From an optimization exercise on the open Yosys and OpenROAD flow, aimed at small area and a short achievable clock period; shortcuts taken in it are not production practice. RTL that was checked went through simulation tests only; none was proved equivalent to the original. For runs 3 to 5, only the layout was checked, not whether the RTL still works. Power and IR drop assume default switching activity.

`design/flow/constraint.sdc`:
```
create_clock -name core_clock -period 48.0 [get_ports {clk}]
set_input_delay 9.6000 -clock core_clock [delete_from_list [all_inputs] [get_ports {clk}]]
set_output_delay 9.6000 -clock core_clock [all_outputs]
set_load 0.01 [all_outputs]
```
`design/flow/design.v`:
```
module arb_res (
    input  wire        clk,
    input  wire        rst,
    input  wire        tick_i,
    input  wire        pause_i,
    input  wire        cmd_valid_i,
    input  wire        cmd_op_i,
    input  wire [5:0]  cmd_id_i,
    input  wire [15:0] cmd_lst_i,
    input  wire        cmd_nodl_i,
    input  wire        cmd_lock_i,
    input  wire        unlock_i,
    output wire        gnt_valid_o,
    output wire [5:0]  gnt_id_o,
    output wire        gnt_lock_o,
    output wire        gnt_miss_o,
    output wire [15:0] gnt_slack_o,
    output wire        locked_o,
    output wire        lock_over_o,
    output wire        lock_reject_o,
    output wire        rewrite_o,
    output wire [6:0]  sat_cnt_o,
    output wire [6:0]  shift_cnt_o,
    output wire [5:0]  ptr_o,
    output wire [15:0] now_o
);
    localparam N = 64;
    localparam W = 17;                    
    reg [N-1:0]  v_q;                     
    reg [N-1:0]  s_q;                     
    reg [N-1:0]  nb_q;                    
    reg [15:0]   kb_q [0:N-1];            
    reg [3:0]    lk_q;                    
    reg [15:0]   now_q;
    reg [5:0]    ptr_q;
    reg          lock_act_q;
    reg [4:0]    lock_beat_q;             
    reg [6:0]    nv_q;                    
    reg [6:0]    sat_cnt_q;
    reg [6:0]    shift_cnt_q;
    wire cmd_new = cmd_valid_i & ~cmd_op_i;
    wire cmd_rw  = cmd_valid_i &  cmd_op_i;
    wire dt      = tick_i & ~pause_i;     
    localparam WL = W + 1;                
    wire [N-1:0] lob;                     
    genvar i;
    generate
        for (i = 0; i < N; i = i + 1) begin : g_lo
            assign lob[i] = (i >= ptr_q);
        end
    endgenerate
    wire [8*WL-1:0] l1_z;  wire [7:0] l1_any, l1_tie;  wire [63:0] l1_sel;  wire [23:0] l1_idx;
    wire [WL-1:0]   l3_z;  wire       l3_any, l3_tie;  wire [7:0]  l2_sel;
    generate
        for (i = 0; i < 8; i = i + 1) begin : g_l1
            wire [8*WL-1:0] key;
            genvar j;
            for (j = 0; j < 8; j = j + 1) begin : g_k
                assign key[j*WL +: WL] = {nb_q[8*i+j], kb_q[8*i+j], lob[8*i+j]};
            end
            arb_node u (.c0(v_q[8*i +: 8]), .kb(key), .tie_in(8'b0),
                .z(l1_z[WL*i +: WL]), .any(l1_any[i]), .sel(l1_sel[8*i +: 8]),
                .idx(l1_idx[3*i +: 3]), .tie(l1_tie[i]));
        end
    endgenerate
    arb_root u_l2 (.c0(l1_any), .kb(l1_z), .tie_in(l1_tie),
        .z(l3_z), .any(l3_any), .sel(l2_sel), .tie(l3_tie));
    wire [N-1:0] sel;                     
    generate
        for (i = 0; i < N; i = i + 1) begin : g_sel
            assign sel[i] = l1_sel[i] & l2_sel[i/8];
        end
    endgenerate
    wire [N-1:0] pre;                     
    wire [N-1:0] hit;                     
    wire        c_ge_p = cmd_id_i >= ptr_q;
    generate
        for (i = 0; i < N; i = i + 1) begin : g_pre
            wire lt_c = (i < cmd_id_i);
            assign pre[i] = c_ge_p ? (lob[i] & lt_c) : (lob[i] | lt_c);
            assign hit[i] = (cmd_id_i == i);
        end
    endgenerate
    wire [7:0] preg, hitg;
    generate
        for (i = 0; i < 8; i = i + 1) begin : g_g
            assign preg[i] = |(l1_sel[8*i +: 8] & pre[8*i +: 8]);
            assign hitg[i] = |(l1_sel[8*i +: 8] & hit[8*i +: 8]);
        end
    endgenerate
    wire lkg = |(l1_sel[47:44] & lk_q);   
    wire [W-1:0] l3_min = ~l3_z[WL-1:1];
    wire        ties = l3_tie;
    integer k;
    wire        new_v  = cmd_new & ~v_q[cmd_id_i];
    wire [15:0] kc;
    arb_ksub u_ksub (.lst(cmd_lst_i), .now(now_q), .kc(kc));
    wire        n_lt, n_eq;
    arb_kcmp u_kcmp (.a({1'b0, cmd_nodl_i, kc}), .b({~l3_any, l3_min}), .lt(n_lt), .eq(n_eq));
    wire lock_end = lock_act_q & (lock_beat_q == 5'd31);
    wire held     = lock_act_q & ~lock_end;
    wire free     = ~pause_i & ~held;
    wire lk_ok    = cmd_id_i[5:2] == 4'b1011;
    wire new_w, tie;
    wire rw_v = cmd_rw & v_q[cmd_id_i];
    arb_out u_out (.new_v(new_v), .n_lt(n_lt), .n_eq(n_eq), .ties(ties), .l2_sel(l2_sel),
        .preg(preg), .hitg(hitg), .idg(l1_idx), .lkg(lkg), .rw_v(rw_v), .free_any(free & l3_any),
        .kc(kc), .mn(l3_min), .cmd_id(cmd_id_i), .cmd_nodl(cmd_nodl_i),
        .lock_n(cmd_lock_i & lk_ok), .new_w(new_w), .tie(tie), .gnt_id(gnt_id_o),
        .gnt_lock(gnt_lock_o), .gnt_slack(gnt_slack_o), .gnt_miss(gnt_miss_o),
        .rewrite(rewrite_o));
    assign gnt_valid_o = free & (new_v | l3_any);
    assign locked_o      = held;
    assign lock_over_o   = lock_end;
    assign ptr_o         = ptr_q;
    assign now_o         = now_q;
    assign lock_reject_o = new_v & cmd_lock_i & ~lk_ok;
    assign sat_cnt_o     = sat_cnt_q;
    assign shift_cnt_o   = shift_cnt_q;
    wire gs_any = gnt_valid_o & ~new_w;           
    wire gn     = gnt_valid_o &  new_w;           
    wire [15:0] kc_t  = dt ? kc - 16'd1 : kc;
    wire        sat_c = tick_i & ~kc_t[15] & (~kc_t[14] | (kc_t[13:0] == 14'd0));
    wire [15:0] kc_st = sat_c ? 16'd0 : kc_t;
    wire [N-1:0] chk;                     
    wire new_st = new_v & ~gn;            
    generate
        for (i = 0; i < N; i = i + 1) begin : g_slot
            wire [15:0] kb_nx;
            wire        s_nx, v_nx;
            arb_slot u (.kb(kb_q[i]), .s(s_q[i]), .v(v_q[i]), .hit(hit[i]), .gs(gs_any & sel[i]),
                .new_st(new_st), .cmd_rw(cmd_rw), .dt(dt), .tick(tick_i), .kc_st(kc_st),
                .sat_c(sat_c), .kb_nx(kb_nx), .s_nx(s_nx), .v_nx(v_nx), .chk(chk[i]));
            always @(posedge clk) begin
                kb_q[i] <= kb_nx;
                if (new_st & hit[i]) nb_q[i] <= ~cmd_nodl_i;
            end
            always @(posedge clk) begin
                if (rst)
                    v_q[i] <= 1'b0;
                else
                    v_q[i] <= v_nx;
                s_q[i] <= s_nx;
            end
        end
    endgenerate
    wire [6:0] chk_cnt;
    arb_popcount u_pc (.x(chk), .n(chk_cnt));
    wire chk_g   = gs_any & |(sel & chk);
    wire cmd_sat = sat_c & (new_st | (rw_v & ~s_q[cmd_id_i] & ~(gs_any & |(l2_sel & hitg))));
    wire [6:0] sat_cnt = chk_cnt - {6'd0, chk_g} + {6'd0, cmd_sat};
    wire [6:0] nv_nx = nv_q + {6'd0, new_st} - {6'd0, gs_any};
    always @(posedge clk) begin
        if (new_st & lk_ok)
            lk_q[cmd_id_i[1:0]] <= cmd_lock_i;
    end
    always @(posedge clk) begin
        if (rst) begin
            nv_q        <= 7'd0;
            sat_cnt_q   <= 7'd0;
            shift_cnt_q <= 7'd0;
            now_q       <= 16'd0;
            ptr_q       <= 6'd0;
            lock_act_q  <= 1'b0;
        end else begin
            nv_q        <= nv_nx;
            sat_cnt_q   <= tick_i ? sat_cnt : 7'd0;
            shift_cnt_q <= (tick_i & pause_i) ? nv_nx : 7'd0;
            now_q       <= now_q + {15'd0, tick_i};
            if (gnt_valid_o & tie)
                ptr_q <= gnt_id_o + 6'd1;
            if (gnt_valid_o & gnt_lock_o)
                lock_act_q <= 1'b1;
            else if (lock_act_q & (lock_end | unlock_i))
                lock_act_q <= 1'b0;
        end
    end
    always @(posedge clk) begin
        if (gnt_valid_o & gnt_lock_o)
            lock_beat_q <= 5'd0;
        else if (lock_act_q)
            lock_beat_q <= lock_beat_q + 5'd1;
    end
endmodule
module arb_slot (
    input  wire [15:0] kb,
    input  wire        s,
    input  wire        v,
    input  wire        hit,                 
    input  wire        gs,                  
    input  wire        new_st,              
    input  wire        cmd_rw,
    input  wire        dt,
    input  wire        tick,
    input  wire [15:0] kc_st,
    input  wire        sat_c,
    output wire [15:0] kb_nx,
    output wire        s_nx,
    output wire        v_nx,
    output wire        chk
);
    wire [15:0] k = ~kb;
    wire stn  = new_st & hit;
    wire rwh  = cmd_rw & hit & v & ~s;
    wire load = stn | (rwh & ~gs);
    wire [16:0] bw;                         
    assign bw[0] = dt;
    genvar j;
    generate
        for (j = 0; j < 16; j = j + 1) begin : g_bw
            assign bw[j+1] = bw[j] & kb[j];
        end
    endgenerate
    wire [15:0] kd = k ^ bw[15:0];
    wire lz   = (k[13:1] == 13'd0);
    wire r0   = ~k[15] & (~k[14] | (lz & ~k[0]));
    wire r1   = ~k[15] & (k[14] ? lz : ~(lz & ~k[0]));
    wire ck   = tick & (dt ? r1 : r0);
    wire zero = s | ck;
    wire keep = ~load & ~zero;
    assign v_nx  = (v & ~gs) | stn;
    assign chk   = v & ~s & ~rwh & ck;
    assign kb_nx = ~(({16{load}} & kc_st) | ({16{keep}} & kd));
    assign s_nx  = load ? sat_c : (v_nx & zero);
endmodule
module arb_ksub (
    input  wire [15:0] lst,
    input  wire [15:0] now,
    output wire [15:0] kc
);
    assign kc = (lst - now) ^ 16'h8000;
endmodule
module arb_kcmp (
    input  wire [17:0] a,
    input  wire [17:0] b,
    output wire        lt,
    output wire        eq
);
    assign lt = a < b;
    assign eq = a == b;
endmodule
module arb_out (
    input  wire        new_v,
    input  wire        n_lt,                
    input  wire        n_eq,                
    input  wire        ties,                
    input  wire [7:0]  l2_sel,
    input  wire [7:0]  preg,
    input  wire [7:0]  hitg,
    input  wire [23:0] idg,
    input  wire        lkg,                 
    input  wire        rw_v,                
    input  wire        free_any,
    input  wire [15:0] kc,
    input  wire [16:0] mn,                  
    input  wire [5:0]  cmd_id,
    input  wire        cmd_nodl,
    input  wire        lock_n,
    output wire        new_w,
    output wire        tie,
    output wire [5:0]  gnt_id,
    output wire        gnt_lock,
    output wire [15:0] gnt_slack,
    output wire        gnt_miss,
    output wire        rewrite
);
    wire       n_first = ~|(l2_sel & preg);     
    wire       lock_s  = l2_sel[5] & lkg;
    reg  [5:0] ids;
    integer g;
    always @* begin
        ids = 6'd0;
        for (g = 0; g < 8; g = g + 1)
            ids = ids | (l2_sel[g] ? {g[2:0], idg[3*g +: 3]} : 6'd0);
    end
    assign rewrite = rw_v & ~(free_any & |(l2_sel & hitg));
    assign new_w = new_v & (n_lt | (n_eq & n_first));
    assign tie   = new_v ? (n_eq | (~n_lt & ties)) : ties;
    wire [15:0] kw = new_w ? kc : mn[15:0];
    wire        nw = new_w ? cmd_nodl : mn[16];
    assign gnt_id    = new_w ? cmd_id : ids;
    assign gnt_lock  = new_w ? lock_n : lock_s;
    assign gnt_slack = kw ^ 16'h8000;
    assign gnt_miss  = ~nw & ~kw[15];
endmodule
module arb_popcount (
    input  wire [63:0] x,
    output reg  [6:0]  n
);
    integer i;
    always @* begin
        n = 7'd0;
        for (i = 0; i < 64; i = i + 1)
            n = n + {6'd0, x[i]};
    end
endmodule
module arb_node #(parameter WL = 18) (
    input  wire [7:0]      c0,
    input  wire [8*WL-1:0] kb,
    input  wire [7:0]      tie_in,
    output wire [WL-1:0]   z,
    output wire            any,
    output wire [7:0]      sel,
    output wire [2:0]      idx,
    output wire            tie
);
    localparam D = WL / 2;
    wire [7:0] cs [0:D];
    wire [7:0] cm;                         
    assign cs[D] = c0;
    genvar d, j;
    generate
        for (d = D-1; d >= 0; d = d - 1) begin : g_d
            wire [7:0] hb, lb;
            for (j = 0; j < 8; j = j + 1) begin : g_j
                assign hb[j] = kb[j*WL+2*d+1];
                assign lb[j] = kb[j*WL+2*d];
            end
            if (d == 0) begin : g_last
                arb_dstage_last u (.c(cs[d+1]), .hb(hb), .lb(lb), .zh(z[2*d+1]), .zl(z[2*d]),
                    .cn(cs[d]), .ch(cm));
            end else begin : g_mid
                arb_dstage u (.c(cs[d+1]), .hb(hb), .lb(lb), .zh(z[2*d+1]), .zl(z[2*d]),
                    .cn(cs[d]));
            end
        end
    endgenerate
    wire [7:0] cl = cs[0];
    wire [7:0] seen;                       
    assign seen[0] = 1'b0;
    generate
        for (j = 1; j < 8; j = j + 1) begin : g_seen
            assign seen[j] = |cl[j-1:0];
        end
    endgenerate
    assign sel = cl & ~seen;
    assign idx = {|sel[7:4], sel[7] | sel[6] | sel[3] | sel[2], sel[7] | sel[5] | sel[3] | sel[1]};
    reg [1:0] cnt;                         
    integer k;
    always @* begin
        cnt = 2'd0;
        for (k = 0; k < 8; k = k + 1)
            if (cm[k]) cnt = (cnt == 2'd0) ? 2'd1 : 2'd2;
    end
    assign tie = cnt[1] | |(sel & tie_in);
    assign any = |c0;
endmodule
module arb_root #(parameter WL = 18) (
    input  wire [7:0]      c0,
    input  wire [8*WL-1:0] kb,
    input  wire [7:0]      tie_in,
    output wire [WL-1:0]   z,
    output wire            any,
    output wire [7:0]      sel,
    output wire            tie
);
    localparam D = WL / 2;
    wire [7:0] cs [0:D];
    wire [7:0] cm;                         
    assign cs[D] = c0;
    genvar d, j;
    generate
        for (d = D-1; d >= 0; d = d - 1) begin : g_d
            wire [7:0] hb, lb;
            for (j = 0; j < 8; j = j + 1) begin : g_j
                assign hb[j] = kb[j*WL+2*d+1];
                assign lb[j] = kb[j*WL+2*d];
            end
            if (d == 0) begin : g_last
                arb_dstage_last u (.c(cs[d+1]), .hb(hb), .lb(lb), .zh(z[2*d+1]), .zl(z[2*d]),
                    .cn(cs[d]), .ch(cm));
            end else begin : g_mid
                arb_dstage u (.c(cs[d+1]), .hb(hb), .lb(lb), .zh(z[2*d+1]), .zl(z[2*d]),
                    .cn(cs[d]));
            end
        end
    endgenerate
    wire [7:0] cl = cs[0];
    wire [7:0] seen;                       
    assign seen[0] = 1'b0;
    generate
        for (j = 1; j < 8; j = j + 1) begin : g_seen
            assign seen[j] = |cl[j-1:0];
        end
    endgenerate
    assign sel = cl & ~seen;
    reg [1:0] cnt;                         
    integer k;
    always @* begin
        cnt = 2'd0;
        for (k = 0; k < 8; k = k + 1)
            if (cm[k]) cnt = (cnt == 2'd0) ? 2'd1 : 2'd2;
    end
    assign tie = cnt[1] | |(sel & tie_in);
    assign any = |c0;
endmodule
module arb_dstage (
    input  wire [7:0] c,
    input  wire [7:0] hb,
    input  wire [7:0] lb,
    output wire       zh,
    output wire       zl,
    output wire [7:0] cn
);
    wire nzh;
    arb_dcore u (.c(c), .hb(hb), .lb(lb), .zh(zh), .zl(zl), .nzh(nzh), .cn(cn));
endmodule
module arb_dstage_last (
    input  wire [7:0] c,
    input  wire [7:0] hb,
    input  wire [7:0] lb,
    output wire       zh,
    output wire       zl,
    output wire [7:0] cn,
    output wire [7:0] ch
);
    wire nzh;
    arb_dcore u (.c(c), .hb(hb), .lb(lb), .zh(zh), .zl(zl), .nzh(nzh), .cn(cn));
    genvar j;
    generate
        for (j = 0; j < 8; j = j + 1) begin : g_j
            arb_o21a u_m (.a1(hb[j]), .a2(nzh), .b1(c[j]), .x(ch[j]));
        end
    endgenerate
endmodule
module arb_dcore (
    input  wire [7:0] c,
    input  wire [7:0] hb,
    input  wire [7:0] lb,
    output wire       zh,
    output wire       zl,
    output wire       nzh,
    output wire [7:0] cn
);
    wire [7:0] yh, ya, yb;
    wire [1:0] ph, pa, pb;
    wire       na, nb, nzl;
    genvar j;
    generate
        for (j = 0; j < 8; j = j + 1) begin : g_j
            arb_nand2 u_h (.a(c[j]), .b(hb[j]), .y(yh[j]));            
            arb_nand3 u_a (.a(c[j]), .b(hb[j]), .c(lb[j]), .y(ya[j]));  
            arb_nand2 u_b (.a(c[j]), .b(lb[j]), .y(yb[j]));            
            arb_o221a u_c (.a1(hb[j]), .a2(nzh), .b1(lb[j]), .b2(nzl), .c1(c[j]), .x(cn[j]));
        end
        for (j = 0; j < 2; j = j + 1) begin : g_q
            arb_nand4 u_h (.a(yh[4*j]), .b(yh[4*j+1]), .c(yh[4*j+2]), .d(yh[4*j+3]), .y(ph[j]));
            arb_nand4 u_a (.a(ya[4*j]), .b(ya[4*j+1]), .c(ya[4*j+2]), .d(ya[4*j+3]), .y(pa[j]));
            arb_nand4 u_b (.a(yb[4*j]), .b(yb[4*j+1]), .c(yb[4*j+2]), .d(yb[4*j+3]), .y(pb[j]));
        end
    endgenerate
    arb_nor2  u_nh (.a(ph[0]), .b(ph[1]), .y(nzh));        
    arb_inv   u_zh (.a(nzh), .y(zh));
    arb_nor2  u_na (.a(pa[0]), .b(pa[1]), .y(na));
    arb_nor2  u_nb (.a(pb[0]), .b(pb[1]), .y(nb));
    arb_mux2  u_l  (.a0(na), .a1(nb), .s(nzh), .x(nzl));   
    arb_inv   u_zl (.a(nzl), .y(zl));
endmodule
module arb_inv (input wire a, output wire y);
    assign y = ~a;
endmodule
module arb_nand2 (input wire a, input wire b, output wire y);
    assign y = ~(a & b);
endmodule
module arb_nand3 (input wire a, input wire b, input wire c, output wire y);
    assign y = ~(a & b & c);
endmodule
module arb_nand4 (input wire a, input wire b, input wire c, input wire d, output wire y);
    assign y = ~(a & b & c & d);
endmodule
module arb_mux2 (input wire a0, input wire a1, input wire s, output wire x);
    assign x = s ? a1 : a0;
endmodule
module arb_nor2 (input wire a, input wire b, output wire y);
    assign y = ~(a | b);
endmodule
module arb_o21a (input wire a1, input wire a2, input wire b1, output wire x);
    assign x = (a1 | a2) & b1;
endmodule
module arb_o221a (input wire a1, input wire a2, input wire b1, input wire b2, input wire c1,
                  output wire x);
    assign x = (a1 | a2) & (b1 | b2) & c1;
endmodule
```
`design/flow/standard.sh`:
```
#!/bin/bash
# synth_recipe.tcl (not shown) runs the flow's synth.tcl, then flattens the netlist and writes it again
# the make line also repeats each setting of config.mk as NAME=value (left out here)
make -C /OpenROAD-flow-scripts/flow DESIGN_CONFIG=/design/flow/config.mk WORK_HOME=/design/flow/orfs CLKGATE_MAP_FILE= SYNTH_SCRIPT=/design/flow/synth_recipe.tcl "${@:-finish}"
```
`design/flow/flow/margin.txt`:
```
24
```
`design/flow/flow/abc_speed.script`:
```
&get -n
&st
&dch
&nf
&st
&syn2
&if -g -K 6
&synch2
&nf
&st
&syn2
&if -g -K 6
&synch2
&nf
&st
&syn2
&if -g -K 6
&synch2
&nf
&st
&syn2
&if -g -K 6
&synch2
&nf
&st
&syn2
&if -g -K 6
&synch2
&nf
&put
buffer -c
topo
stime -c
upsize -c
dnsize -c
```
`design/flow/flow/abc_area.script`:
```
&get -n
&st
&dch -f
&nf -R 1000
&put
```
`design/flow/flow/speed_modules.txt`:
```
arb_ksub
arb_kcmp
arb_out
```
`design/flow/flow/run.sh`:
```
#!/bin/bash
# Layout flow: the standard ORFS flow (standard.sh) with two changes.
#  1. Synthesis maps the logic with our own ABC scripts instead of ORFS's:
#     the small modules named in flow/speed_modules.txt with abc_speed.script
#     (ORFS's own speed script), everything else with abc_area.script. It is
#     otherwise the standard synthesis (synth_recipe.tcl, with the
#     settings of config.mk), so the registers keep their names and cells.
#  2. Timing repair aims at the setup slack margin in flow/margin.txt (ns), so
#     that the critical paths are sized for a shorter period than the 48 ns
#     clock. The constraints (clock, I/O delays, loads) are the standard flow's.
#  3. The port buffers are buf_2 cells.
# Each tool's output goes to synth.log / layout.log here, and ORFS's own logs
# under orfs/logs.
set -euo pipefail
W=$(pwd)
F=$W/flow
G=$W/flow_gen
mkdir -p "$G"
MARGIN=$(tr -d ' \n' < "$F/margin.txt")
SPEED=$(tr '\n' ' ' < "$F/speed_modules.txt")

sed "s|log_cmd abc {\*}\$abc_args|log_cmd abc -script $F/abc_speed.script {*}[lrange \$abc_args 2 end] $SPEED\n  log_cmd abc -script $F/abc_area.script {*}[lrange \$abc_args 2 end]|" \
    "$FLOW_HOME/scripts/synth.tcl" > "$G/synth.tcl"
grep -q "abc -script $F/abc_area.script" "$G/synth.tcl"
sed "s|source \$::env(SCRIPTS_DIR)/synth.tcl|source $G/synth.tcl|" synth_recipe.tcl > "$G/synth_recipe.tcl"
grep -q "source $G/synth.tcl" "$G/synth_recipe.tcl"

make -C "$FLOW_HOME" DESIGN_CONFIG="$W/config.mk" WORK_HOME="$W/orfs" CLKGATE_MAP_FILE= \
    SYNTH_SCRIPT="$G/synth_recipe.tcl" synth > "$W/synth.log" 2>&1

# ports get buf_2 buffers (ORFS's buffer_ports otherwise picks a delay cell)
sed "s|\"\${@:-finish}\"|SETUP_SLACK_MARGIN=$MARGIN 'BUFFER_PORTS_ARGS=-buffer_cell sky130_fd_sc_hd__buf_2' \"\${@:-finish}\"|" \
    standard.sh > "$G/standard.sh"
grep -q "SETUP_SLACK_MARGIN=$MARGIN" "$G/standard.sh"
bash "$G/standard.sh" > "$W/layout.log" 2>&1
```
`design/flow/config.mk`:
```
export PLATFORM = sky130hd
export DESIGN_NAME = arb_res
export DESIGN_NICKNAME = arb_res
export VERILOG_FILES = /design/flow/design.v
export SDC_FILE = /design/flow/constraint.sdc
export NUM_CORES = 8
export LEC_CHECK = 0
export CAP_MARGIN = 20
export CORE_MARGIN = 2
export CORE_UTILIZATION = 62
export CTS_CLUSTER_DIAMETER = 80
export CTS_CLUSTER_SIZE = 24
export SLEW_MARGIN = 20
export SYNTH_HIERARCHICAL = 1
export TNS_END_PERCENT = 10
```
==> reports/metrics.yaml, run 1 <==
p_leak_uw: 0.0402
dpl.cell_count: 13400
clk_latency_ps: 790
drive_gt1_frac: 0.103
viasPerCell: 7.27
power_density_nw_per_um2: 48.5
postRouteAntennaNets: 0
cts_tree: "done"
final_cell_mix: "nand2_1, nor2_1, dfxtp_1, a21oi_1, ha_1"
root_buffer: "clkbuf_16"
drt_first_pass_iters: 14
core-area_um2: 142000
antenna_found_initial: 25
fillers: 10700
port_buffers: 95
rsz0062_at_grt: "yes"
critPathLaunchType: "flop"
cts_buffer_depth: 3
dpl.hpwl_um: 287000
tightest_slew_ps: 1340
arrival_ps: 14930
nets: 13000
die_h_um: 382
finalClockSkew_ps: 62.0
finalNonFillerCells: 13800
status: "complete, no violations"
multi_input_area_um2: 63700
routed_wl_um: 392000
max_clock_freq_mhz: 40.8
cts.clk_slew.worst_paths_ps: 90
endpoint_kind: "output pin"
groute.usage.overall: 0.506
dr_total_vias: 100000
cts_buffers: 81
overflow: 0
grt_pass1_wl_um: 566000
slew_headroom: 0.109
drc: 0
final_common_cell: "nand2_1"
slew_violations: 0
slowest_stage: "edfxtp_1"
place.gp.congestion: 1.10
worst_path_most_repeated_cell: "mux2_4"
initial_core_util: 0.626
fin_crit_sh: 0.511
cp_max_fo: 13
ir_drop_mv: 0.0551
die_w_um: 382
hold_buffers: 0
hold_viol: 0
synth_warnings: 13
critPathKind: "flop to output pin"
fin_tns_setup_ps: 0
hold_depth: 2
die_area_um2: 146000
min_period_ps: 24530
regArea_um2: 26100
synthCells: 11200
cap_violations: 0
max_stage_delay_ps: 450
post_drt_wl_per_cell_um: 28.5
synthesis.area_um2: 88800
grt_pass1_vias: 91700
cts_sinks: 1269
drtIter0Drc: 16500
io_pins: 96
syn_to_final_growth_pct: 13.5
grt_max_degree: 70
avgSynthCellArea_um2: 7.95
required_ps: 38400
h-tree-depth: 3
setup_viol: 0
row_count: 138
reg2regPathDepth: 77
holdCritPathClass: "flop to flop"
-- per-stage QoR --
step                       util  setup slack, ps  hold slack [ps]  instance area (µm²)  power, µW
final                     0.711            23470              530               101000       4890
after global routing      0.711            23390              563               101000       5180
after CTS                 0.693            23860              532                98200       4740
after detailed placement  0.658            18560              514                93300       3930
after global placement    0.658            18770              480                93300       3770
after floorplan               -            24010              467                89200       3170
-- final timing paths --
check	slack, ps	endpoint	start
worst max-delay path	23470	gnt_slack_o[3]	nb_q[23]
worst min-delay path	530	lock_beat_q[3]	lock_beat_q[3]
worst max register to register	30090	sat_cnt_q[4]	nb_q[23]
worst min register to register	530	lock_beat_q[3]	lock_beat_q[3]
-- final cells by class --
type / count / area share
multi-input cells: 9476 / 0.632
flip-flops and latches: 1269 / 0.259
repair buffers: 489 / 0.0372
well taps: 1890 / 0.0235
diodes: 13 / 0.000323
clock inverters: 47 / 0.00651
inverters: 502 / 0.0204
clock buffers: 92 / 0.0214
-- critical path: cells and delay by family (launching register included) --
kind | cells | cell delay [ps]
buffers and inverters | 12 | 1740
multiplexers | 11 | 3650
AO/OA/AOI/OAI | 11 | 2510
AND/OR/NAND/NOR | 33 | 5700
flip-flops | 1 | 450
-- repair_timing --
| action | CTS | global route |
|---|---|---|
| gates resized for setup | 350 | 311 |
| gates cloned | 10 | 14 |
| buffers inserted | 143 | 81 |
| endpoints found under the setup margin | 25 | 25 |
| pin swaps | 96 | 153 |
-- power breakdown --
group          leakage (µW)  switching (µW)  total (µW)  internal, µW
logic                0.0283            1130        1840           710
registers            0.0105             751        2240          1490
clock network       0.00135             449         802           353
-- routing by layer --
layer / vias up / track usage / part of all wire / wire (µm)
met2: 8319 / 0.754 / 0.41 / 162000
li1: 43200 / - / - / -
met1: 46600 / 0.627 / 0.35 / 138000
met4: 14 / 0.354 / 0.089 / 35000
met3: 2152 / 0.146 / 0.15 / 56900
met5: - / 0 / 0.00023 / 91
-- state kept, by name, summed over array words and instances, names as in the netlist --
register,cells
ptr_q,6
now_q,16
kb_q,1024
s_q,64
lock_act_q,1
nv_q,7
lock_beat_q,5
shift_cnt_q,7
sat_cnt_q,7
lk_q,4
nb_q,64
v_q,64
==> run 2: changes to the inputs <==
--- a/design/flow/flow/run.sh
+++ b/design/flow/flow/run.sh
@@ -10,3 +10,2 @@
 #     clock. The constraints (clock, I/O delays, loads) are the standard flow's.
-#  3. The port buffers are buf_2 cells.
 # Each tool's output goes to synth.log / layout.log here, and ORFS's own logs
@@ -30,5 +29,3 @@
 
-# ports get buf_2 buffers (ORFS's buffer_ports otherwise picks a delay cell)
-sed "s|\"\${@:-finish}\"|SETUP_SLACK_MARGIN=$MARGIN 'BUFFER_PORTS_ARGS=-buffer_cell sky130_fd_sc_hd__buf_2' \"\${@:-finish}\"|" \
-    standard.sh > "$G/standard.sh"
+sed "s|\"\${@:-finish}\"|SETUP_SLACK_MARGIN=$MARGIN \"\${@:-finish}\"|" standard.sh > "$G/standard.sh"
 grep -q "SETUP_SLACK_MARGIN=$MARGIN" "$G/standard.sh"
==> reports/metrics.yaml, run 2 <==
setup_viol: 0  # unchanged
nets: 12900  # -0.32%
largest-register: "kb_q"
port_buffers: 95  # unchanged
die_w_um: 382  # unchanged
met3_usage: 0.165  # +0.0195
status: "complete, no violations"
crit_path_cell_trace: "buf_2 -> buf_6 -> buf_4 -> mux4_2 -> mux2i_1 -> o22ai_1 -> nor3_2 -> a21o_1 -> and3b_1 -> buf_6 -> nand4_1 -> o21ai_4 -> buf_12 -> buf_12 -> buf_16 -> mux2_4 -> clkdlybuf4s50_1"
grt.met1_usage: 0.611  # -0.0163
pre_cts_ws_ps: 18170  # -395 ps
h-tree-depth: 3  # unchanged
overflow: 0  # unchanged
cts_tree: "done"
max_clock_freq_mhz: 40.1  # -1.5%
min_period_ps: 24910  # +378 ps
synthCells: 11200  # unchanged
setup_ws_ps: 23090  # -378 ps
grt.busiest_layer: "met2"
critPathLaunchType: "input pin"
core-area_um2: 142000  # unchanged
arrival_ps: 15310  # +380 ps
r2r_setup_slack_ps: 30050  # -40 ps
holdCritStartpoint: "lock_beat_q[3]"
slew_violations: 0  # unchanged
groute.usage.overall: 0.496  # -0.00979
initial_core_util: 0.626  # unchanged
cts_buffer_depth: 3  # unchanged
finalClockSkew_ps: 54.4  # -7.59 ps
clk_latency_ps: 750  # -40 ps
path_buf_inv: 8  # -4
slew_headroom: 0.132  # +0.0232
endpoint_kind: "output pin"
die_area_um2: 146000  # unchanged
synthesis.area_um2: 88800  # unchanged
hold_buffers: 0  # unchanged
io_pins: 96  # unchanged
grt_pass1_vias: 90900  # -0.80%
met2_usage: 0.733  # -0.0209
post_dp_cell_area_um2: 93700  # +0.38%
ir_drop_mv: 0.0530  # -3.8%
dpl.hpwl_um: 279000  # -2.6%
rr_endpoint: "shift_cnt_q[6]"
holdCritPathClass: "flop to flop"
row_count: 138  # unchanged
drt_first_pass_iters: 16  # +2
fin_crit_sh: 0.519  # +0.00788
antenna_found_initial: 21  # -16%
fin_tns_setup_ps: 0  # unchanged
startpoint: "cmd_id_i[1]"
finalInstanceArea_um2: 100000  # -0.50%
viasPerCell: 7.16  # -1.5%
final_common_cell: "nand2_1"
reg2regPathDepth: 73  # -5.2%
post_drt_wl_per_cell_um: 27.7  # -2.8%
final_cell_mix: "nand2_1, nor2_1, dfxtp_1, a21oi_1, ha_1"
rsz0062_at_grt: "yes"
root_buffer: "clkbuf_16"
place.gp.congestion: 1.17  # +6.3%
grt_max_degree: 79  # +13%
power_density_nw_per_um2: 47.9  # -1.4%
crit_cells: 17  # -75%
drive_gt1_frac: 0.0879  # -0.0153
max_stage_delay_ps: 790  # +340 ps
drtIter0Drc: 15100  # -8.5%
cap_violations: 0  # unchanged
hold_viol: 0  # unchanged
die_h_um: 382  # unchanged
p_leak_uw: 0.0397  # -1.2%
synth_warnings: 13  # unchanged
cp_max_fo: 31  # +18
cts_buffers: 79  # -2.5%
crit_family: "buffers and inverters"
final_core_util: 0.707  # -0.00358
cts.clk_slew.worst_paths_ps: 90  # about the same
required_ps: 38400  # about the same
drc: 0  # unchanged
cts_sinks: 1269  # unchanged
largest_register_ffs: 1024  # unchanged
grt_pass1_wl_um: 559000  # -1.4%
worstReg2RegStart: "nb_q[38]"
syn_to_final_growth_pct: 12.9
fillers: 11100  # +4.6%
slowest_stage: "mux2i_1"
avgSynthCellArea_um2: 7.95  # unchanged
routed_wl_um: 380000  # -3.1%
postRouteAntennaNets: 0  # unchanged
dr_total_vias: 98300  # -1.9%
tightest_slew_ps: 1300  # -34.9 ps
critPathKind: "input pin to output pin"
cp-endpoint: "gnt_slack_o[14]"
run 2: final cells by class:
type | count | area [µm²] | area share
Tap cell | 1890 | 2360 | 0.0236
Clock inverter | 42 | 561 | 0.00559
Multi-Input combinational cell | 9473 | 63300 | 0.631
Timing Repair Buffer | 452 | 3850 | 0.0384
Clock buffer | 92 | 2110 | 0.0210
Antenna cell | 11 | 27.5 | 0.000275
Sequential cell | 1269 | 26100 | 0.260
Inverter | 502 | 1990 | 0.0198
run 2: worst reg2reg max path, delay by kind of cell, from the launching register on:
| kind | cells | cell delay [ps] |
|---|---|---|
| and+or+nand+nor | 36 | 6140 |
| buffers and inverters | 11 | 3540 |
| muxes | 9 | 3480 |
| AOI/OAI and AO/OA | 14 | 3250 |
| adders and majority gates | 2 | 750 |
| DFF | 1 | 430 |
| xor gates and xnor gates | 1 | 220 |
run 2: what timing repair did:
action                                  CTS  global route
resized for setup                       442           143
cloned                                   10            11
pin swaps                                99            51
buffers inserted                        172            31
endpoints found under the setup margin   27            27
run 2: power by group:
part           internal, µW  leakage (µW)  switching, µW
Sequential             1490        0.0105            724
Clock                   342       0.00129            432
Combinational           704        0.0279           1100
Total                  2540        0.0397           2260
run 2: routing by layer:
metal  wire, µm  vias up  share of wire
met5        135        -        0.00036
met2     155000     7462           0.41
met1     137000    46000           0.36
li1           -    43000              -
met4      32200       14          0.085
met3      55900     1828           0.15
run 2: how the worst min path moves through the flow:
stage	end	slack (ps)	cells past startpoint
2_1_floorplan	lock_beat_q[4]	470	2
3_3_place_gp	lock_beat_q[3]	490	2
3_5_place_dp	lock_beat_q[3]	500	2
4_1_cts	lock_beat_q[3]	530	2
5_1_grt	lock_beat_q[4]	560	2
6_report	lock_beat_q[3]	530	2
run 2: per-stage QoR:
| step | power, µW | hold WS, ps | cells |
|---|---|---|---|
| final | 4800 | 526 | 13700 |
| after global routing | 5110 | 563 | 13700 |
| after CTS | 4690 | 528 | 13700 |
| after detailed placement | 3920 | 502 | 13400 |
| after global placement | 3770 | 488 | 13400 |
| after floorplan | 3170 | 467 | 11200 |
==> run 3: changes to the inputs <==
--- a/design/flow/design.v
+++ b/design/flow/design.v
@@ -94,3 +94,5 @@
     integer k;
-    wire        new_v  = cmd_new & ~v_q[cmd_id_i];
+    wire        new_v, rw_v;
+    arb_vsel u_vsel (.cmd_valid(cmd_valid_i), .cmd_op(cmd_op_i), .cmd_id(cmd_id_i), .v(v_q),
+        .new_v(new_v), .rw_v(rw_v));
     wire [15:0] kc;
@@ -104,3 +106,2 @@
     wire new_w, tie;
-    wire rw_v = cmd_rw & v_q[cmd_id_i];
     arb_out u_out (.new_v(new_v), .n_lt(n_lt), .n_eq(n_eq), .ties(ties), .l2_sel(l2_sel),
@@ -285,2 +286,14 @@
 endmodule
+module arb_vsel (
+    input  wire        cmd_valid,
+    input  wire        cmd_op,
+    input  wire [5:0]  cmd_id,
+    input  wire [63:0] v,
+    output wire        new_v,
+    output wire        rw_v
+);
+    wire vc = v[cmd_id];
+    assign new_v = cmd_valid & ~cmd_op & ~vc;
+    assign rw_v  = cmd_valid &  cmd_op &  vc;
+endmodule
 module arb_popcount (
--- a/design/flow/flow/run.sh
+++ b/design/flow/flow/run.sh
@@ -10,2 +10,3 @@
 #     clock. The constraints (clock, I/O delays, loads) are the standard flow's.
+#  3. The port buffers are buf_2 cells.
 # Each tool's output goes to synth.log / layout.log here, and ORFS's own logs
@@ -29,3 +30,5 @@
 
-sed "s|\"\${@:-finish}\"|SETUP_SLACK_MARGIN=$MARGIN \"\${@:-finish}\"|" standard.sh > "$G/standard.sh"
+# ports get buf_2 buffers (ORFS's buffer_ports otherwise picks a delay cell)
+sed "s|\"\${@:-finish}\"|SETUP_SLACK_MARGIN=$MARGIN 'BUFFER_PORTS_ARGS=-buffer_cell sky130_fd_sc_hd__buf_2' \"\${@:-finish}\"|" \
+    standard.sh > "$G/standard.sh"
 grep -q "SETUP_SLACK_MARGIN=$MARGIN" "$G/standard.sh"
==> design/flow/flow/speed_modules.txt (replaced) <==
arb_ksub
arb_kcmp
arb_out
arb_vsel
--- a/design/flow/config.mk
+++ b/design/flow/config.mk
@@ -9,3 +9,3 @@
 export CORE_MARGIN = 2
-export CORE_UTILIZATION = 62
+export CORE_UTILIZATION = 60
 export CTS_CLUSTER_DIAMETER = 80
==> reports/metrics.yaml, run 3 <==
clk_latency_ps: 770  # +20 ps
fin_crit_sh: 0.505  # -0.0144
wl_met2_um: 162000  # +4.5%
synth_warnings: 13  # unchanged
finalClockSkew_ps: 71.3  # +16.9 ps
dpl.hpwl_um: 286000  # +2.2%
synthCells: 11200  # -0.0090%
final_common_cell: "nand2_1"
cts_tree: "done"
hold_buffers: 0  # unchanged
p_sw_frac: 0.467  # -0.00392
syn_to_final_growth_pct: 15.6
post_drt_wl_per_cell_um: 28.0  # +1.3%
rsz0062_at_grt: "yes"
cts_sinks: 1269  # unchanged
switching_power_uw: 2090  # -7.7%
cts_buffers: 78  # -1.3%
avgSynthCellArea_um2: 7.95  # about the same
drt_first_pass_iters: 10  # -6
setup_viol: 0  # unchanged
seqPwrFrac: 0.474  # +0.012
largest-register: "kb_q"
routed_wl_um: 389000  # +2.4%
wirelength_met1_um: 139000  # +1.8%
cts.clk_slew.worst_paths_ps: 90  # about the same
worst_path_most_repeated_cell: "mux2_4"
overflow: 0  # unchanged
row_count: 141  # +2.2%
critPathLaunchType: "flop"
slew_violations: 0  # unchanged
die_w_um: 389  # +1.7%
grt_pass1_vias: 90800  # -0.16%
core-area_um2: 147000  # +3.9%
h-tree-depth: 3  # unchanged
required_ps: 38400  # about the same
root_buffer: "clkbuf_16"
highest_layer: "met5"
slowest_stage: "a2111oi_4"
fin_hold_ws_ps: 526  # -0.232 ps
min_period_ps: 24220  # -689 ps
place.gp.congestion: 1.13  # -3.1%
hold_viol: 0  # unchanged
tightest_slew_ps: 1330  # +27.7 ps
crit_family: "simple AND/OR/NAND/NOR gates"
endpoint_kind: "output pin"
synthesis.area_um2: 88800  # about the same
io_pins: 96  # unchanged
internal_power_uw: 2380  # -6.2%
critPathKind: "flop to output pin"
dr_total_vias: 99200  # +0.89%
max_clock_freq_mhz: 41.3  # +2.8%
port_buffers: 95  # unchanged
slew_headroom: 0.114  # -0.0184
die_h_um: 389  # +1.7%
power_density_nw_per_um2: 43.5  # -9.2%
cp_max_fo: 7  # -77%
finalInstanceArea_um2: 103000  # +2.4%
nets: 13000  # +0.75%
holdCritPathClass: "flop to flop"
pwr-share-clk: 0.171  # +0.010
path_buf_inv: 14  # +6
drive_gt1_frac: 0.120  # +0.0322
ir_drop_mv: 0.0541  # +2.0%
cts_buffer_depth: 3  # unchanged
largest_register_ffs: 1024  # unchanged
groute.usage.overall: 0.478  # -0.0181
grt_pass1_wl_um: 556000  # -0.49%
comb_power_share: 0.355  # -0.022
violations: "antenna rules"
final_cell_mix: "nand2_1, nor2_1, dfxtp_1, a21oi_1, ha_1"
arrival_ps: 14620  # -690 ps
post_dp_cell_area_um2: 93500  # -0.24%
drtIter0Drc: 13900  # -7.8%
initial_core_util: 0.603  # -0.0233
dr_wl_met3_um: 50700  # -9.3%
postRouteAntennaNets: 1  # +1
fin_tns_setup_ps: 0  # unchanged
max_stage_delay_ps: 570  # -220 ps
p_leak_uw: 0.0408  # +2.8%
drc: 0  # unchanged
die_area_um2: 151000  # +3.3%
antenna_found_initial: 15  # -29%
viasPerCell: 7.15  # -0.11%
cap_violations: 0  # unchanged
grt_max_degree: 81  # +2.5%
status: "complete, but fails checks"
[run 3: layer usage]
layer,up-vias,global-route usage
li1,43300,-
met1,46300,0.584
met2,7390,0.730
met3,2148,0.123
met4,8,0.343
met5,-,0
[run 3: power groups by stage]
| stage | logic [µW] | registers [µW] | clock network, µW |
|---|---|---|---|
| after floorplan | 1070 | 1830 | 0 |
| after global placement | 1400 | 2050 | 0 |
| after detailed placement | 1490 | 2070 | 0 |
| after CTS | 1520 | 2050 | 764 |
| after global routing | 1780 | 2150 | 801 |
| final | 1580 | 2120 | 766 |
[run 3: worst min-delay path: stages, from the launching register on]
cell and delay, ps:
dfxtp_1 350, xor2_1 70, nor2_1 70
[run 3: timing repair]
item | in CTS | in global routing
endpoints found under the hold margin | 0 | 0
resized for setup | 420 | 487
pin swaps | 76 | 164
gates cloned | 9 | 36
setup endpoints to repair | 26 | 25
buffers inserted | 114 | 131
[run 3: path summary, 6_finish.rpt]
check	cells past startpoint	start	slack, ps	to
setup reg to reg	76	v_q[48]	30050	shift_cnt_q[6]
setup / recovery	65	v_q[48]	23780	gnt_slack_o[10]
hold reg to reg	2	lock_beat_q[3]	530	lock_beat_q[3]
hold / removal	2	lock_beat_q[3]	530	lock_beat_q[3]
[run 3: metrics by stage]
stage	total power (µW)	std cells	setup WS, ps	utilization
after floorplan	2900	11200	21840	-
after global placement	3440	13400	18720	0.634
after detailed placement	3560	13400	18400	0.635
after CTS	4330	13700	24000	0.667
after global routing	4740	13900	23730	0.697
final	4470	13900	23780	0.697
[run 3: cell type report]
class | instances | area (µm²)
Tap cell | 1930 | 2410
Clock buffer | 90 | 2080
Timing Repair Buffer | 533 | 4070
Inverter | 499 | 2120
Fill cell | 11500 | 44600
Sequential cell | 1269 | 26100
Clock inverter | 43 | 574
Antenna cell | 12 | 30.0
Multi-Input combinational cell | 9493 | 65300
==> run 4: changes to the inputs <==
--- a/design/flow/design.v
+++ b/design/flow/design.v
@@ -73,9 +73,5 @@
     endgenerate
-    wire [N-1:0] pre;                     
     wire [N-1:0] hit;                     
-    wire        c_ge_p = cmd_id_i >= ptr_q;
     generate
-        for (i = 0; i < N; i = i + 1) begin : g_pre
-            wire lt_c = (i < cmd_id_i);
-            assign pre[i] = c_ge_p ? (lob[i] & lt_c) : (lob[i] | lt_c);
+        for (i = 0; i < N; i = i + 1) begin : g_hit
             assign hit[i] = (cmd_id_i == i);
@@ -84,8 +80,4 @@
     wire [7:0] preg, hitg;
-    generate
-        for (i = 0; i < 8; i = i + 1) begin : g_g
-            assign preg[i] = |(l1_sel[8*i +: 8] & pre[8*i +: 8]);
-            assign hitg[i] = |(l1_sel[8*i +: 8] & hit[8*i +: 8]);
-        end
-    endgenerate
+    arb_pre u_pre (.cmd_id(cmd_id_i), .ptr(ptr_q), .lob(lob), .l1_sel(l1_sel),
+        .preg(preg), .hitg(hitg));
     wire lkg = |(l1_sel[47:44] & lk_q);   
@@ -298,2 +290,25 @@
 endmodule
+module arb_pre (
+    input  wire [5:0]  cmd_id,
+    input  wire [5:0]  ptr,
+    input  wire [63:0] lob,                 
+    input  wire [63:0] l1_sel,
+    output wire [7:0]  preg,
+    output wire [7:0]  hitg
+);
+    wire        c_ge_p = cmd_id >= ptr;
+    wire [63:0] pre, hit;
+    genvar i;
+    generate
+        for (i = 0; i < 64; i = i + 1) begin : g_i
+            wire lt_c = (i < cmd_id);
+            assign pre[i] = c_ge_p ? (lob[i] & lt_c) : (lob[i] | lt_c);
+            assign hit[i] = (cmd_id == i);
+        end
+        for (i = 0; i < 8; i = i + 1) begin : g_g
+            assign preg[i] = |(l1_sel[8*i +: 8] & pre[8*i +: 8]);
+            assign hitg[i] = |(l1_sel[8*i +: 8] & hit[8*i +: 8]);
+        end
+    endgenerate
+endmodule
 module arb_popcount (
==> design/flow/flow/margin.txt (replaced) <==
25
==> design/flow/flow/speed_modules.txt (replaced) <==
arb_ksub
arb_kcmp
arb_out
arb_vsel
arb_pre
==> reports/metrics.yaml, run 4 <==
status: "complete, no violations"
slowest_stage: "nor3b_1"
dpl.hpwl_um: 298000  # +4.4%
fin_crit_sh: 0.547  # +0.0423
port_buffers: 95  # unchanged
finalNonFillerCells: 14100  # +1.9%
holdCritPathClass: "flop to flop"
setup_ws_ps: 21750  # -2030 ps
ir_drop_mv: 0.0522  # -3.5%
cts_sinks: 1269  # unchanged
initial_core_util: 0.605  # +0.00207
drive_gt1_frac: 0.153  # +0.0325
routed_wl_um: 429000  # +10%
slew_headroom: 0.144  # +0.0306
slew_violations: 0  # unchanged
min_period_ps: 26250  # +2030 ps
syn_to_final_growth_pct: 19.3
nets: 13300  # +1.9%
largest_register_ffs: 1024  # unchanged
grt_pass1_vias: 96100  # +5.8%
die_w_um: 390  # +0.35%
io_pins: 96  # unchanged
post_dp_cell_area_um2: 94500  # +1.1%
die_area_um2: 152000  # +0.70%
synthesis.area_um2: 89400  # +0.70%
endpoint_kind: "output pin"
max_stage_delay_ps: 810  # +240 ps
avgSynthCellArea_um2: 7.93  # -0.33%
final_common_cell: "nand2_1"
cp_max_fo: 7  # unchanged
cts_buffer_depth: 3  # unchanged
root_buffer: "clkbuf_16"
power_density_nw_per_um2: 43.9  # +1.0%
antenna_found_initial: 34  # +19
max_clock_freq_mhz: 38.1  # -7.7%
path_buf_inv: 8  # -6
h-tree-depth: 3  # unchanged
largest-register: "kb_q"
cts_buffers: 85  # +9.0%
hold_viol: 0  # unchanged
row_count: 141  # unchanged
grt_pass1_wl_um: 598000  # +7.6%
dpl.cell_count: 13500  # +0.60%
pre_cts_ws_ps: 20710  # +2300 ps
place.gp.congestion: 1.15  # +1.3%
die_h_um: 390  # +0.35%
groute.usage.overall: 0.514  # +0.0363
worst_path_most_repeated_cell: "nand4_1"
post_drt_wl_per_cell_um: 30.4  # +8.2%
dr_total_vias: 106000  # +6.5%
tightest_slew_ps: 1280  # -45.9 ps
crit_family: "simple AND/OR/NAND/NOR gates"
final_cell_mix: "nand2_1, nor2_1, a21oi_1, dfxtp_1, ha_1"
drtIter0Drc: 17500  # +26%
setup_viol: 0  # unchanged
critPathLaunchType: "flop"
viasPerCell: 7.47  # +4.5%
required_ps: 38400  # about the same
cts.clk_slew.worst_paths_ps: 90  # about the same
drt_first_pass_iters: 17  # +7
grt_max_degree: 78  # -3.7%
drc: 0  # unchanged
clk_latency_ps: 790  # +20 ps
overflow: 0  # unchanged
finalClockSkew_ps: 56.6  # -14.7 ps
synth_warnings: 13  # unchanged
rsz0062_at_grt: "yes"
synthCells: 11300  # +1.0%
postRouteAntennaNets: 0  # -1
arrival_ps: 16650  # +2030 ps
critPathKind: "flop to output pin"
finalInstanceArea_um2: 107000  # +3.8%
core-area_um2: 148000  # +0.36%
cts_tree: "done"
fin_tns_setup_ps: 0  # unchanged
p_leak_uw: 0.0426  # +4.5%
cap_violations: 0  # unchanged
hold_buffers: 0  # unchanged
run 4: worst reg2reg max path: cells and delay by family (launching register included):
kind	cells	cell delay, ps
simple gates	36	8700
compound gates	17	4260
mux	10	3530
fa+ha+maj	3	980
buf+inv	5	640
flops	1	410
run 4: where the power goes:
part / internal [µW] / total, µW / switching (µW)
combinational: 622 / 1680 / 1060
clock: 383 / 853 / 470
sequential: 1440 / 2150 / 714
run 4: stage by stage:
stage,hold slack (ps),power (µW),util
2_1_floorplan,467,2900,-
3_3_place_gp,479,3460,0.639
3_5_place_dp,498,3590,0.639
4_1_cts,525,4470,0.694
5_1_grt,551,4920,0.721
6_report,528,4690,0.721
run 4: final cells by class:
| class | count | area, µm² |
|---|---|---|
| multi-input combinational | 9602 | 67800 |
| fill | 10500 | 41200 |
| sequential | 1269 | 26100 |
| timing repair buffer | 662 | 5060 |
| tap | 1930 | 2410 |
| clock buffer | 93 | 2230 |
| inverter | 503 | 2200 |
| clock inverter | 57 | 808 |
| antenna | 18 | 45.0 |
run 4: worst paths after layout:
check / to / start / cells past startpoint / slack [ps]
worst min register to register: now_q[14] / now_q[14] / 1 / 530
worst max-delay path: gnt_id_o[0] / nb_q[47] / 59 / 21750
worst min-delay path: now_q[14] / now_q[14] / 1 / 530
worst max register to register: sat_cnt_q[6] / nb_q[47] / 71 / 29430
run 4: repair_timing:
action,4_1_cts,5_1_grt
gates resized for setup,694,387
pin swaps,155,260
endpoints found under the setup margin,27,25
setup buffers,231,152
gates cloned,43,26
run 4: per-layer routing:
layer	wire (µm)	vias to the layer above	GRT usage
met5	229	-	0
met4	42100	22	0.360
met3	64800	3113	0.159
met2	175000	9425	0.771
met1	147000	48900	0.627
li1	-	44100	-
==> run 5: changes to the inputs <==
--- a/design/flow/flow/run.sh
+++ b/design/flow/flow/run.sh
@@ -7,7 +7,8 @@
 #     settings of config.mk), so the registers keep their names and cells.
-#  2. Timing repair aims at the setup slack margin in flow/margin.txt (ns), so
-#     that the critical paths are sized for a shorter period than the 48 ns
-#     clock. The constraints (clock, I/O delays, loads) are the standard flow's.
+#  2. Timing repair aims at the setup slack margins in flow/margin.txt (ns):
+#     the first up to clock tree synthesis, the second after it (global
+#     route), so that the critical paths are sized for a shorter period than
+#     the 48 ns clock. The constraints (clock, I/O delays, loads) are the standard flow's.
 #  3. The port buffers are buf_2 cells.
-# Each tool's output goes to synth.log / layout.log here, and ORFS's own logs
+# Each tool's output goes to synth.log / layout_cts.log / layout.log here, and ORFS's own logs
 # under orfs/logs.
@@ -18,3 +19,3 @@
 mkdir -p "$G"
-MARGIN=$(tr -d ' \n' < "$F/margin.txt")
+read -r MARGIN MARGIN2 < "$F/margin.txt"
 SPEED=$(tr '\n' ' ' < "$F/speed_modules.txt")
@@ -31,5 +32,8 @@
 # ports get buf_2 buffers (ORFS's buffer_ports otherwise picks a delay cell)
-sed "s|\"\${@:-finish}\"|SETUP_SLACK_MARGIN=$MARGIN 'BUFFER_PORTS_ARGS=-buffer_cell sky130_fd_sc_hd__buf_2' \"\${@:-finish}\"|" \
-    standard.sh > "$G/standard.sh"
-grep -q "SETUP_SLACK_MARGIN=$MARGIN" "$G/standard.sh"
-bash "$G/standard.sh" > "$W/layout.log" 2>&1
+for M in "$MARGIN" "$MARGIN2"; do
+    sed "s|\"\${@:-finish}\"|SETUP_SLACK_MARGIN=$M 'BUFFER_PORTS_ARGS=-buffer_cell sky130_fd_sc_hd__buf_2' \"\${@:-finish}\"|" \
+        standard.sh > "$G/standard_$M.sh"
+    grep -q "SETUP_SLACK_MARGIN=$M" "$G/standard_$M.sh"
+done
+bash "$G/standard_$MARGIN.sh" cts > "$W/layout_cts.log" 2>&1
+bash "$G/standard_$MARGIN2.sh" > "$W/layout.log" 2>&1
==> design/flow/flow/margin.txt (replaced) <==
25 20
==> reports/metrics.yaml, run 5 <==
fin_tns_setup_ps: 0  # unchanged
synth_warnings: 13  # unchanged
clk_latency_ps: 790  # about the same
avgSynthCellArea_um2: 7.93  # unchanged
finalClockSkew_ps: 55.6  # -0.949 ps
port_buffers: 95  # unchanged
rsz0062_at_grt: "no"
initial_core_util: 0.605  # unchanged
largest_register_ffs: 1024  # unchanged
row_count: 141  # unchanged
grt_pass1_vias: 96100  # unchanged
synthCells: 11300  # unchanged
ir_drop_mv: 0.0523  # +0.13%
r2r_setup_slack_ps: 31150  # +1720 ps
holdCritPathClass: "flop to flop"
viasPerCell: 7.25  # -3.0%
place.gp.congestion: 1.15  # unchanged
hold_end: "now_q[14]"
status: "complete, no violations"
synthesis.area_um2: 89400  # unchanged
cts_buffer_depth: 3  # unchanged
finalPower_uw: 4590  # -2.0%
die_area_um2: 152000  # unchanged
cts.clk_slew.worst_paths_ps: 90  # about the same
postRouteAntennaNets: 0  # unchanged
p_leak_uw: 0.0410  # -3.8%
min_period_ps: 24440  # -1820 ps
seqPwrFrac: 0.459  # about the same
h-tree-depth: 3  # unchanged
cap_violations: 0  # unchanged
required_ps: 38400  # about the same
grt_pass1_wl_um: 598000  # unchanged
cp_max_fo: 9  # +2
internal_power_uw: 2430  # -0.41%
pre_cts_ws_ps: 20710  # unchanged
root_buffer: "clkbuf_16"
slowest_stage: "nand4_1"
grt.busiest_layer: "met2"
final_cell_mix: "nand2_1, nor2_1, dfxtp_1, a21oi_1, ha_1"
hold_viol: 0  # unchanged
routed_wl_um: 407000  # -5.1%
crit_family: "simple AND/OR/NAND/NOR gates"
critPathKind: "flop to output pin"
grt_max_degree: 78  # unchanged
grt.met1_usage: 0.627  # unchanged
drt_first_pass_iters: 17  # unchanged
power_density_nw_per_um2: 44.7  # +1.8%
max_stage_delay_ps: 540  # -270 ps
tightest_slew_ps: 1280  # -4.10 ps
die_h_um: 390  # unchanged
dr_total_vias: 101000  # -4.3%
drtIter0Drc: 15500  # -11%
largest-register: "kb_q"
groute.usage.overall: 0.514  # unchanged
arrival_ps: 14840  # -1810 ps
switching_power_uw: 2160  # -3.8%
hold_depth: 1  # unchanged
holdCritStartpoint: "now_q[14]"
syn_to_final_growth_pct: 14.8
reg2regPathDepth: 70  # -1.4%
comb_power_share: 0.356  # -0.003
dpl.hpwl_um: 298000  # unchanged
fillers: 11300  # +8.1%
final_common_cell: "nand2_1"
slew_headroom: 0.147  # +0.00273
setup_ws_ps: 23560  # +1820 ps
pwr-share-clk: 0.185  # +0.003
die_w_um: 390  # unchanged
path_buf_inv: 4  # -4
rr_endpoint: "sat_cnt_q[6]"
io_pins: 96  # unchanged
drc: 0  # unchanged
met2_usage: 0.771  # unchanged
drive_gt1_frac: 0.116  # -0.0367
worstReg2RegStart: "nb_q[47]"
setup_viol: 0  # unchanged
nets: 13100  # -1.3%
p_sw_frac: 0.470  # -0.00870
antenna_found_initial: 21  # -38%
overflow: 0  # unchanged
hold_buffers: 0  # unchanged
endpoint_kind: "output pin"
cts_tree: "done"
cts_sinks: 1269  # unchanged
slew_violations: 0  # unchanged
critPathLaunchType: "flop"
fin_crit_sh: 0.509  # -0.0378
core-area_um2: 148000  # unchanged
met3_usage: 0.159  # unchanged
post_drt_wl_per_cell_um: 29.2  # -3.8%
cts_buffers: 85  # unchanged
max_clock_freq_mhz: 40.9  # +7.4%
run 5: area by class of cell:
class	instances	area (µm²)	share of cell area
repair buffers	507	3780	0.0368
multi-input cells	9579	65200	0.635
well taps	1930	2410	0.0235
clock inverters	57	808	0.00787
inverters	503	2150	0.0210
diodes	2	5.00	0.0000487
clock buffers	93	2230	0.0217
flip-flops and latches	1269	26100	0.254
run 5: worst register-to-register path: cells and delay by family, from the launching register on:
kind	cells	cell delay, ps
and+or+nand+nor	36	6530
AOI/OAI and AO/OA	17	4580
muxes	10	3620
adders and majority gates	3	990
buffers and inverters	4	640
DFF	1	450
run 5: metrics by stage:
stage                util  instance area [µm²]  hold WS, ps  instances
floorplan               -                90300          467      11300
global placement    0.639                94400          479      13500
detailed placement  0.639                94500          498      13500
CTS                 0.694               103000          525      13900
global route        0.694               103000          551      13900
finish              0.694               103000          528      13900
run 5: worst max-delay path by stage:
stage,startpoint,endpoint,slack [ps],depth (start not counted)
3_5_place_dp,nb_q[3],gnt_slack_o[0],20710,57
2_1_floorplan,nb_q[30],gnt_id_o[0],25000,55
5_1_grt,nb_q[40],gnt_id_o[0],23280,61
3_3_place_gp,nb_q[0],gnt_slack_o[0],20600,57
6_report,nb_q[47],gnt_id_o[0],23560,59
4_1_cts,nb_q[30],gnt_slack_o[8],24560,62
run 5: what timing repair did:
action,CTS,global route
gates resized for setup,694,0
buffers inserted,231,0
setup endpoints to repair,27,0
run 5: per-layer routing:
layer,up-vias,share of wire,wire length [µm]
li1,43600,-,-
met1,47200,0.36,145000
met2,7976,0.42,169000
met3,2227,0.14,57400
met4,18,0.088,35900
met5,-,0.00034,139
run 5: power by group through the flow:
stage                     logic [µW]  clock network [µW]  registers (µW)
after floorplan                 1070                   0            1830
after global placement          1420                   0            2040
after detailed placement        1530                   0            2070
after CTS                       1570                 845            2060
after global routing            1820                 880            2140
final                           1630                 849            2110
==> run 6: changes to the inputs <==
--- a/design/flow/design.v
+++ b/design/flow/design.v
@@ -52,3 +52,3 @@
     wire [8*WL-1:0] l1_z;  wire [7:0] l1_any, l1_tie;  wire [63:0] l1_sel;  wire [23:0] l1_idx;
-    wire [WL-1:0]   l3_z;  wire       l3_any, l3_tie;  wire [7:0]  l2_sel;
+    wire [WL-1:0]   l3_z;  wire       l3_any, l3_tie;  wire [7:0]  l2_sel, l2_rem;
     generate
@@ -66,3 +66,3 @@
     arb_root u_l2 (.c0(l1_any), .kb(l1_z), .tie_in(l1_tie),
-        .z(l3_z), .any(l3_any), .sel(l2_sel), .tie(l3_tie));
+        .z(l3_z), .any(l3_any), .sel(l2_sel), .rem(l2_rem), .tie(l3_tie));
     wire [N-1:0] sel;                     
@@ -98,3 +98,3 @@
     wire new_w, tie;
-    arb_out u_out (.new_v(new_v), .n_lt(n_lt), .n_eq(n_eq), .ties(ties), .l2_sel(l2_sel),
+    arb_out u_out (.new_v(new_v), .n_lt(n_lt), .n_eq(n_eq), .ties(ties), .rem(l2_rem),
         .preg(preg), .hitg(hitg), .idg(l1_idx), .lkg(lkg), .rw_v(rw_v), .free_any(free & l3_any),
@@ -239,3 +239,3 @@
     input  wire        ties,                
-    input  wire [7:0]  l2_sel,
+    input  wire [7:0]  rem,
     input  wire [7:0]  preg,
@@ -259,12 +259,26 @@
 );
-    wire       n_first = ~|(l2_sel & preg);     
-    wire       lock_s  = l2_sel[5] & lkg;
-    reg  [5:0] ids;
-    integer g;
-    always @* begin
-        ids = 6'd0;
-        for (g = 0; g < 8; g = g + 1)
-            ids = ids | (l2_sel[g] ? {g[2:0], idg[3*g +: 3]} : 6'd0);
-    end
-    assign rewrite = rw_v & ~(free_any & |(l2_sel & hitg));
+    wire [8:0] d [0:7];
+    wire [8:0] a [0:3];
+    wire [8:0] b [0:1];
+    wire [3:0] ya;
+    wire [1:0] yb;
+    genvar g;
+    generate
+        for (g = 0; g < 8; g = g + 1) begin : g_d
+            assign d[g] = {g[2:0], idg[3*g +: 3], preg[g], hitg[g], (g == 5) ? lkg : 1'b0};
+        end
+        for (g = 0; g < 4; g = g + 1) begin : g_a
+            assign a[g]  = rem[2*g] ? d[2*g] : d[2*g+1];
+            assign ya[g] = rem[2*g] | rem[2*g+1];
+        end
+        for (g = 0; g < 2; g = g + 1) begin : g_b
+            assign b[g]  = ya[2*g] ? a[2*g] : a[2*g+1];
+            assign yb[g] = ya[2*g] | ya[2*g+1];
+        end
+    endgenerate
+    wire [8:0] f       = yb[0] ? b[0] : b[1];
+    wire [5:0] ids     = f[8:3];
+    wire       n_first = ~f[2];                
+    wire       lock_s  = f[0];
+    assign rewrite = rw_v & ~(free_any & f[1]);
     assign new_w = new_v & (n_lt | (n_eq & n_first));
@@ -382,2 +396,3 @@
     output wire [7:0]      sel,
+    output wire [7:0]      rem,
     output wire            tie
@@ -414,2 +429,3 @@
     assign sel = cl & ~seen;
+    assign rem = cl;
     reg [1:0] cnt;                         
--- a/design/flow/config.mk
+++ b/design/flow/config.mk
@@ -10,4 +10,4 @@
 export CORE_UTILIZATION = 60
-export CTS_CLUSTER_DIAMETER = 80
-export CTS_CLUSTER_SIZE = 24
+export CTS_CLUSTER_DIAMETER = 90
+export CTS_CLUSTER_SIZE = 28
 export SLEW_MARGIN = 20
==> reports/metrics.yaml, run 6 <==
status: "complete, no violations"
cts_sinks: 1269  # unchanged
critPathLaunchType: "flop"
fin_crit_sh: 0.508  # -0.000827
place.gp.congestion: 1.10  # -4.3%
pre_cts_ws_ps: 19360  # -1350 ps
fin_tns_setup_ps: 0  # unchanged
dpl.hpwl_um: 290000  # -2.8%
clk_latency_ps: 770  # -20 ps
setup_viol: 0  # unchanged
grt_pass1_vias: 92600  # -3.6%
cap_violations: 0  # unchanged
setup_ws_ps: 23600  # +39.7 ps
viasPerCell: 7.12  # -1.7%
cts_tree: "done"
fillers: 12300  # +8.1%
slowest_stage: "edfxtp_1"
holdCritStartpoint: "lock_beat_q[3]"
required_ps: 38400  # about the same
syn_to_final_growth_pct: 10.5
die_h_um: 390  # about the same
avgSynthCellArea_um2: 7.92  # -0.15%
cts_buffer_depth: 3  # unchanged
p_leak_uw: 0.0393  # -4.3%
final_cell_mix: "nand2_1, nor2_1, dfxtp_1, a21oi_1, ha_1"
dpl.cell_count: 13600  # +0.30%
tightest_slew_ps: 1270  # -4.64 ps
synth_warnings: 13  # unchanged
die_w_um: 390  # about the same
routed_wl_um: 385000  # -5.5%
finalInstanceArea_um2: 99000  # -3.6%
port_buffers: 95  # unchanged
critPathKind: "flop to output pin"
cp_max_fo: 16  # +7
core-area_um2: 148000  # +0.12%
worstReg2RegStart: "nb_q[15]"
finalClockSkew_ps: 45.2  # -10.4 ps
nets: 13000  # -0.60%
startpoint: "nb_q[15]"
drtIter0Drc: 14200  # -8.4%
cts.clk_slew.worst_paths_ps: 110  # +20 ps
grt_max_degree: 139  # +78%
synthCells: 11300  # +0.35%
power_density_nw_per_um2: 43.4  # -2.8%
regArea_um2: 26100  # about the same
finalNonFillerCells: 13800  # -0.72%
postRouteAntennaNets: 0  # unchanged
hold_viol: 0  # unchanged
drive_gt1_frac: 0.0857  # -0.0301
overflow: 0  # unchanged
h-tree-depth: 2  # -1
slew_violations: 0  # unchanged
drt_first_pass_iters: 10  # -7
final_common_cell: "nand2_1"
grt_pass1_wl_um: 567000  # -5.2%
synthesis.area_um2: 89600  # +0.19%
ir_drop_mv: 0.0459  # -12%
dr_total_vias: 98600  # -2.4%
min_period_ps: 24400  # -39.7 ps
row_count: 141  # unchanged
max_stage_delay_ps: 430  # -110 ps
endpoint_kind: "output pin"
arrival_ps: 14800  # -40 ps
antenna_found_initial: 16  # -24%
holdCritPathClass: "flop to flop"
slew_headroom: 0.150  # +0.00309
initial_core_util: 0.605  # about the same
post_dp_cell_area_um2: 94200  # -0.26%
post_drt_wl_per_cell_um: 27.8  # -4.8%
groute.usage.overall: 0.484  # -0.0302
drc: 0  # unchanged
max_clock_freq_mhz: 41.0  # +0.16%
hold_buffers: 0  # unchanged
io_pins: 96  # unchanged
multi_input_area_um2: 63200  # -3.0%
cts_buffers: 59  # -31%
root_buffer: "clkbuf_16"
rsz0062_at_grt: "no"
die_area_um2: 152000  # +0.19%
largest-register: "kb_q"
finalPower_uw: 4300  # -6.3%
largest_register_ffs: 1024  # unchanged
## run 6: stage by stage
stage          hold WS (ps)  utilization
2_1_floorplan           467            -
4_1_cts                 524        0.668
3_3_place_gp            487        0.637
5_1_grt                 582        0.669
3_5_place_dp            494        0.637
6_report                523        0.669
## run 6: metal layers
metal	GRT usage	share of wire	up-vias
li1	-	-	43300
met1	0.590	0.36	46300
met2	0.735	0.42	7136
met3	0.124	0.13	1812
met4	0.358	0.089	8
met5	0	0.00012	-
## run 6: path summary, 6_finish.rpt
kind	end	slack [ps]	depth (start not counted)
max	gnt_id_o[4]	23600	61
min	lock_beat_q[3]	520	2
max reg2reg	sat_cnt_q[6]	29780	73
min reg2reg	lock_beat_q[3]	520	2
## run 6: layout make-up
cell class / count / area share
Multi-Input combinational cell: 9568 / 0.638
Clock buffer: 70 / 0.0158
Timing Repair Buffer: 464 / 0.0344
Sequential cell: 1269 / 0.263
Antenna cell: 12 / 0.000303
Tap cell: 1930 / 0.0244
Clock inverter: 23 / 0.00340
Inverter: 504 / 0.0197
## run 6: timing repair
item,4_1_cts,5_1_grt
endpoints found under the setup margin,25,0
endpoints found under the hold margin,0,0
setup buffers,175,0
gates resized for setup,479,0
## run 6: power breakdown
group	switching, µW	total, µW	internal [µW]
Sequential	638	2080	1440
Combinational	975	1580	604
Clock	390	645	255
## run 6: critical path: cells and delay by family, from the launching register on
kind | cells | cell delay (ps)
and+or+nand+nor | 34 | 5780
AOI/OAI and AO/OA | 14 | 3620
muxes | 9 | 3490
buffers and inverters | 4 | 680
DFF | 1 | 430

==> re-timing with driven ports <==
How much do the figures lean on ideal ports? The routed layouts below were timed once more, with nothing changed but the port constraints.
Step 1 assumes that a clkbuf_16 drives the clock port and a buf_2 every other input.
Step 2 adds t to the input delays and takes it off the output delays; t is the mean of the earliest and latest rising clock arrival at the registers after step 1. Input paths then give back, and output paths get back, about the clock's delay inside the block.
a / b / c = ideal ports / drivers / drivers and shift; a / b = the first two.
run	t (ns)	setup WS [ns]	worst hold slack (ns)	worst setup path at the end
run 1	0.858	23.468 / 23.373 / 23.551	0.530 / 0.530 / 0.530	input to output
run 2	0.816	23.089 / 23.064 / 23.064	0.526 / 0.526 / 0.526	input to output
run 3	0.829	23.779 / 23.685 / 23.922	0.526 / 0.526 / 0.526	input to output
run 4	0.855	21.746 / 21.654 / 22.510	0.528 / 0.528 / 0.528	register to output
run 5	0.851	23.561 / 23.469 / 24.289	0.528 / 0.528 / 0.528	input to output
run 6	0.839	23.601 / 23.508 / 23.908	0.523 / 0.523 / 0.523	input to output
For run 2, which loses most, drivers alone change the setup slack by -0.025 ns; drivers and shift together by -0.025 ns.
